This design comes from an exercise in tuning for small area, a short achievable clock period and few clock cycles per item on the open sky130 flow, not from production work. In this exercise RTL edits were held to simulation tests only and were not proved equivalent to the original. No activity file was given, so power comes from the tool's default toggle rates.

==> inputs of job 2945 <==
## bindery_alu
module bindery_alu (
    input  wire        clk,
    input  wire        rst,
    input  wire        in_valid,
    input  wire [1:0]  cmd,        
    input  wire [2:0]  op,         
    input  wire [2:0]  ty,         
    input  wire [63:0] a,
    input  wire        a_nf,
    input  wire [63:0] b,
    input  wire        b_nf,
    output wire        out_valid,
    output wire [63:0] res,
    output wire        res_nf,
    output wire [1:0]  res_sub
);
==> flow/config.mk <==
export PLATFORM = sky130hd
export DESIGN_NAME = bindery_alu
export DESIGN_NICKNAME = bindery_alu
export VERILOG_FILES = /design/flow/design.v
export SDC_FILE = /design/flow/constraint.sdc
export NUM_CORES = 8
export LEC_CHECK = 0
export CAP_MARGIN = 20
export CORE_MARGIN = 2
export CORE_UTILIZATION = 65
export CTS_CLUSTER_DIAMETER = 80
export CTS_CLUSTER_SIZE = 20
export SLEW_MARGIN = 20
==> flow/constraint.sdc <==
create_clock -name core_clock -period 30.0 [get_ports {clk}]
set_input_delay 6.0000 -clock core_clock [delete_from_list [all_inputs] [get_ports {clk}]]
set_output_delay 6.0000 -clock core_clock [all_outputs]
set_load 0.01 [all_outputs]
standard.sh (not shown) runs the stock make flow with config.mk's settings and CLKGATE_MAP_FILE= SYNTH_SCRIPT=/design/flow/synth_recipe.tcl, a recipe that flattens the netlist after the stock synthesis.
==> flow/flow/run.sh <==
#!/bin/bash
# Layout of bindery_alu: the standard flow (standard.sh) from synthesis
# to the final layout, with two changes to how it is made:
#  * the ports are buffered with sky130_fd_sc_hd__buf_2 cells rather than
#    the delay buffer buffer_ports picks on its own;
#  * repair_timing aims for 23.4 ns of setup slack, so it sizes the paths
#    between registers for the period the design can reach, not for 30 ns.
# The clock, its period and every constraint are the standard flow's, unchanged.
# Every step's full log stays under orfs/logs/; what make prints goes to
# standard.log.
set -euo pipefail
bash standard.sh "BUFFER_PORTS_ARGS=-buffer_cell sky130_fd_sc_hd__buf_2" \
    SETUP_SLACK_MARGIN=23.4 finish > standard.log 2>&1
==> job 7352: changes against job 2945 <==
--- a/flow/design.v
+++ b/flow/design.v
@@ -170,31 +170,30 @@
     input  wire        b_nf,
     output wire        out_valid,
     output wire [63:0] res,
     output wire        res_nf,
     output wire [1:0]  res_sub
 );
-    localparam C_ZSGN = 0,  C_INF = 1,  C_NAN = 2,  C_FFIN = 3, C_TF32 = 4,
-               C_TB16 = 5,  C_TF16 = 6, C_NFX = 7,  C_FIN = 8,  C_SFIN = 9,
-               C_M32 = 10,  C_M64 = 11, C_F64 = 12, C_FPM = 13;
-    localparam WC = 14;
-    localparam W0 = 1 + 14 + 64 + 1 + 64 + 1;
-    wire [13:0] dec = {ty == 3'd0, ty == 3'd1, ty == 3'd2, ty == 3'd3, ty == 3'd4, ty == 3'd5,
-                       op == 3'd0, op == 3'd1, op == 3'd2, op == 3'd3, op == 3'd4,
-                       cmd == 2'd0, cmd[0], cmd[1]};
+    localparam C_ZSGN = 0, C_INF = 1, C_NAN = 2, C_TY = 3, C_OPS = 6, C_FIN = 7,
+               C_NFX = 8,  C_FPM = 9;
+    localparam WC = 10;
+    localparam W0 = 1 + 2 + 3 + 3 + 64 + 1 + 64 + 1;
     wire [W0-1:0] q0;
     bindery_cut #(.W(W0)) u_c0 (.clk(clk), .rst(rst),
-        .d({in_valid, dec, a, a_nf, b, b_nf}), .q(q0));
+        .d({in_valid, cmd, op, ty, a, a_nf, b, b_nf}), .q(q0));
     wire        v0;
-    wire        t_i32, t_i64, t_f16, t_b16, t_f32, t_f64;
-    wire        op_sum, op_min, op_max, op_and, op_or;
-    wire        leaf, two, fin;
+    wire [1:0]  i_cmd;
+    wire [2:0]  i_op, i_ty;
     wire [63:0] i_a, i_b;
     wire        i_anf, i_bnf;
-    assign {v0, t_i32, t_i64, t_f16, t_b16, t_f32, t_f64, op_sum, op_min, op_max, op_and, op_or,
-            leaf, two, fin, i_a, i_anf, i_b, i_bnf} = q0;
+    assign {v0, i_cmd, i_op, i_ty, i_a, i_anf, i_b, i_bnf} = q0;
+    wire t_i32 = (i_ty == 3'd0), t_i64 = (i_ty == 3'd1), t_f16 = (i_ty == 3'd2);
+    wire t_b16 = (i_ty == 3'd3), t_f32 = (i_ty == 3'd4), t_f64 = (i_ty == 3'd5);
+    wire op_sum = (i_op == 3'd0), op_min = (i_op == 3'd1), op_max = (i_op == 3'd2);
+    wire op_and = (i_op == 3'd3), op_or  = (i_op == 3'd4);
+    wire leaf = (i_cmd == 2'd0), two = i_cmd[0], fin = i_cmd[1];
     wire is_int = t_i32 | t_i64;
     wire half   = t_f16 | t_b16;
     wire minmax = op_min | op_max;
     wire fsum   = !is_int & op_sum;
     wire psum   = half & op_sum & !leaf;      
     wire fpm    = fsum & (!leaf | half);
@@ -270,29 +269,21 @@
     wire [6:0]  dsh = !fpm ? 7'd0 : (dd[10:6] != 0) ? 7'd64 : {1'b0, dd[5:0]};
     wire bs      = sp_inf ? sp_sgn : swap ? sb : sa;
     wire eff_sub = fpm & (sa ^ sb);
     wire [2:0] fn = (minmax & two) ? (pick_b ? 3'd5 : 3'd4) :
                     (!is_int | !two | op_sum) ? 3'd0 :
                     op_and ? 3'd1 : op_or ? 3'd2 : 3'd3;
-    wire m64  = w64;
-    wire m32  = m64 | t_i32 | t_f32 | (half & op_sum & !fin);
     wire nfx  = leaf ? (!is_int & xemax) : (i_anf | (two & i_bnf));
     wire [WC-1:0] ctl1;
     assign ctl1[C_ZSGN] = zsgn;
     assign ctl1[C_INF]  = fpm ? sp_inf : mm_inf;
     assign ctl1[C_NAN]  = fpm ? sp_nan : (minmax & mm_nan);
-    assign ctl1[C_FFIN] = fin & !is_int;
-    assign ctl1[C_TF32] = t_f32;
-    assign ctl1[C_TB16] = t_b16;
-    assign ctl1[C_TF16] = t_f16;
-    assign ctl1[C_NFX]  = nfx;
+    assign ctl1[C_TY+2:C_TY] = i_ty;
+    assign ctl1[C_OPS]  = op_sum;
     assign ctl1[C_FIN]  = fin;
-    assign ctl1[C_SFIN] = op_sum & fin;
-    assign ctl1[C_M32]  = m32;
-    assign ctl1[C_M64]  = m64;
-    assign ctl1[C_F64]  = t_f64;
+    assign ctl1[C_NFX]  = nfx;
     assign ctl1[C_FPM]  = fpm;
     localparam W1 = 1 + WC + 64 + 64 + 7 + 11 + 1 + 1 + 3;
     wire [W1-1:0] q1;
     bindery_cut #(.W(W1)) u_c1 (.clk(clk), .rst(rst),
         .d({v0, ctl1, big, sml, dsh, be, bs, eff_sub, fn}), .q(q1));
     wire          v1;
@@ -374,15 +365,21 @@
     wire          v3;
     wire [WC-1:0] ctl_3;
     wire [63:0]   n;
     wire [11:0]   ex3;
     wire          fs3;
     assign {v3, ctl_3, n, ex3, fs3} = q3;
-    wire fpm3 = ctl_3[C_FPM], f64 = ctl_3[C_F64];
+    wire [2:0] ty3 = ctl_3[C_TY+2:C_TY];
+    wire tf16 = (ty3 == 3'd2), tb16 = (ty3 == 3'd3), tf32 = (ty3 == 3'd4), f64 = (ty3 == 3'd5);
+    wire int3 = (ty3[2:1] == 2'b00);
+    wire m64  = (ty3 == 3'd1) | f64;
+    wire m32  = m64 | (ty3 == 3'd0) | tf32 | ((tf16 | tb16) & ctl_3[C_OPS] & !ctl_3[C_FIN]);
+    wire fpm3 = ctl_3[C_FPM];
     wire spn  = ctl_3[C_NAN], spi = ctl_3[C_INF];
-    wire nf16 = ctl_3[C_TF16] & ctl_3[C_SFIN], nfb = ctl_3[C_TB16] & ctl_3[C_SFIN];
+    wire sfin = ctl_3[C_OPS] & ctl_3[C_FIN];
+    wire nf16 = tf16 & sfin, nfb = tb16 & sfin;
     wire        st32 = |n[30:0];
     wire        r32  = n[31] & (st32 | n[32]);
     wire        g    = f64 ? n[2] : n[31];
     wire        rs   = f64 ? (n[1] | n[0]) : st32;
     wire        lsb  = f64 ? n[3] : n[32];
     wire        rup  = g & (rs | lsb);
@@ -445,31 +442,30 @@
     wire [14:0] hb0  = (ue >= 8'd113) ? {ue[4:0] - 5'd16, hm[22:13]} : {5'd0, hm[22:13]};
     wire [14:0] hsum;
     wire        hco;
     bindery_sadd #(.W(15)) u_hinc (.x(hb0), .y(15'd0), .ci(hinc), .s(hsum), .co(hco));
     wire [15:0] nh  = spn ? 16'h7E00 : (finf | (ue > 8'd142)) ? {fs3, 15'h7C00} : {fs3, hsum};
     wire fqn3 = !fpm3 & ctl_3[C_NAN];
-    wire tf16 = ctl_3[C_TF16], tb16 = ctl_3[C_TB16], tf32 = ctl_3[C_TF32];
     reg [63:0] fy;
     always @(*) begin
         if (fqn3)
             fy = tf16 ? 64'h7E00 : tb16 ? 64'h7FC0 : tf32 ? 64'h7FC0_0000 :
                  64'h7FF8_0000_0000_0000;
         else if (nf16)
             fy = {48'd0, nh};
         else if (nfb)
             fy = {48'd0, nb};
         else if (fpm3)
             fy = f64 ? pk64 : {32'd0, pk32};
         else
-            fy = {n[63:32] & {32{ctl_3[C_M64]}}, n[31:16] & {16{ctl_3[C_M32]}}, n[15:0]};
+            fy = {n[63:32] & {32{m64}}, n[31:16] & {16{m32}}, n[15:0]};
     end
     wire is_nan = fpm3 ? spn : fqn3;
     wire is_inf = fpm3 ? (nf16 ? (nh[14:10] == 5'h1F) : nfb ? (nb[14:7] == 8'hFF) : finf)
                        : ctl_3[C_INF];
-    wire [1:0] fsub = !ctl_3[C_FFIN] ? 2'b00 : is_nan ? 2'b01 :
+    wire [1:0] fsub = !(ctl_3[C_FIN] & !int3) ? 2'b00 : is_nan ? 2'b01 :
                       (is_inf & !ctl_3[C_NFX]) ? 2'b10 : 2'b00;
     wire       fnf  = ctl_3[C_FIN] ? 1'b0 : ctl_3[C_NFX];
     localparam W4 = 1 + 64 + 1 + 2;
     wire [W4-1:0] q4;
     bindery_cut #(.W(W4)) u_c4 (.clk(clk), .rst(rst),
         .d({v3, fy, fnf, fsub}), .q(q4));
==> flow/flow/run.sh (replaced) <==
#!/bin/bash
# Layout of bindery_alu: the standard flow (standard.sh) from synthesis
# to the final layout, with these changes to how it is made:
#  * the ports are buffered with sky130_fd_sc_hd__buf_2 cells rather than
#    the delay buffer buffer_ports picks on its own;
#  * repair_timing aims for 23.4 ns of setup slack, so it sizes the paths
#    between registers for the period the design can reach, not for 30 ns;
#  * clock tree synthesis clusters at most 20 sinks within 80 um and adds no
#    dummy loads.
# The clock, its period and every constraint are the standard flow's, unchanged.
# Every step's full log stays under orfs/logs/; what make prints goes to
# standard.log.
set -euo pipefail
bash standard.sh "BUFFER_PORTS_ARGS=-buffer_cell sky130_fd_sc_hd__buf_2" \
    SETUP_SLACK_MARGIN=23.4 \
    "CTS_ARGS=-sink_clustering_enable -repair_clock_nets -sink_clustering_size 20 -sink_clustering_max_diameter 80 -dont_use_dummy_load" \
    finish > standard.log 2>&1
==> job 937: changes against job 2945 <==
--- a/flow/design.v
+++ b/flow/design.v
@@ -317,16 +317,16 @@
     bindery_sadd #(.W(6)) u_tzc (.x(tz), .y(~dsh1[5:0]), .ci(1'b1), .s(tzd), .co(tzc));
     wire st = (sml1[55:0] != 56'd0) & (dsh1[6] | !tzc);      
     wire [63:0] sal = {sml1[63:56], al};
     wire        s0  = (big1[0] ^ al[0]) | st;
     wire        c1i = esub1 ? !(al[0] | st) : (big1[0] & al[0]);
     wire [62:0] sum_hi;
-    wire [63:0] ys = {esub1 ? ~sal[63:1] : sal[63:1], sal[0]};
-    bindery_bkadd #(.W(63)) u_add (.x(big1[63:1]), .y(ys[63:1]), .ci(c1i), .s(sum_hi));
-    wire [63:0] pp = big1 ^ ys;
-    wire [63:0] gg = big1 & ys;
+    bindery_bkadd #(.W(63)) u_add (.x(big1[63:1]), .y(esub1 ? ~sal[63:1] : sal[63:1]),
+        .ci(c1i), .s(sum_hi));
+    wire [63:0] pp = big1 ^ sal;
+    wire [63:0] gg = big1 & sal;
     reg  [63:0] ires;
     always @(*) begin
         case (fn1)
             3'd1:    ires = gg;
             3'd2:    ires = pp | gg;
             3'd3:    ires = pp;
==> flow/flow/run.sh (replaced) <==
#!/bin/bash
# Layout of bindery_alu: the standard flow (standard.sh) from synthesis
# to the final layout, unchanged except that the ports are buffered with
# sky130_fd_sc_hd__buf_2 cells rather than the delay buffer buffer_ports
# picks on its own. Every step's full log stays under orfs/logs/; what
# make prints goes to standard.log.
set -euo pipefail
bash standard.sh "BUFFER_PORTS_ARGS=-buffer_cell sky130_fd_sc_hd__buf_2" finish > standard.log 2>&1
CTS_CLUSTER_DIAMETER = 100   (was 80)
CTS_CLUSTER_SIZE = 30   (was 20)
==> impl_results.md <==
- Status: finished clean
- Flop pwr share: roughly two fifths
- Clock skew: around 0.066 ns
- Initial Util: 65.7%
- Power Density: between 60 and 70 nW/um2
- Global-route wire length before repair: approximately 240,000 um
- Crit path DAT: between 1 and 1.5 ns
- Fillers: approximately 5,300
- Synthesis-to-layout area growth: 6.72%
- Ratio of cells with drive above 1 in the final layout: around an eighth
- Multi-input combinational area share: between 60% and 70%
- Clock transition at path regs: about 0.08 ns
- Sequential share of the synthesized area: 26.2%
That was job 7352.
==> impl_results.md <==
- Status: finished clean
- Global-route wire length before repair: 243,000 um
- Clock transition at path regs: 0.11 ns
- Flop pwr share: between 30 and 40%
- Power Density: 65.3 nW/um2
- Clock skew: approximately 0.045 ns
- Initial Util: between 60% and 70%
- Multi-input combinational area share: 64.6%
- Crit path DAT: between 7 and 8 ns
- Sequential share of the synthesized area: a little over a quarter
That was job 937.
==> impl_results.md <==
- Crit path DAT: ~1.1 ns
- Power Density: around 67 nW/um2
- Multi-input combinational area share: just over 60%
- Status: finished clean
- Flop pwr share: a little under two fifths
- Synthesis-to-layout area growth: 7.47%
- Global-route wire length before repair: 240,000 um
- Sequential share of the synthesized area: between 20% and 30%
That was job 2945.
Testbench counts of job 2945, summed over its fixed seeds: cycles 24,040, items 24,000.
Testbench counts of job 7352, summed over its fixed seeds: cycles 24,040, items 24,000.
Testbench counts of job 937, summed over its fixed seeds: cycles 24,040, items 24,000.

## what the ideal ports hide
In the flow no input, the clock included, has a driving cell. The finished layouts below were timed again as built, in two steps.
Step 1 assumes that a clkbuf_16 drives the clock port and a buf_2 every other input.
Step 2 adds t to the input delays and takes it off the output delays; t is the mean of the earliest and latest rising clock arrival at the registers after step 1. Input paths then give back, and output paths get back, about the clock's delay inside the block.
a / b / c = ideal ports / drivers / drivers and shift; a / b = the first two.
run	t, ns	setup WS [ns]	hold WS [ns]
job 2945	0.672	22.946 / 22.877 / 23.454	0.327 / 0.327 / 0.327
job 7352	0.622	22.972 / 22.905 / 23.507	0.329 / 0.329 / 0.329
job 937	0.683	22.684 / 22.684 / 22.684	0.323 / 0.323 / 0.323
After both steps every run listed still meets setup and hold.
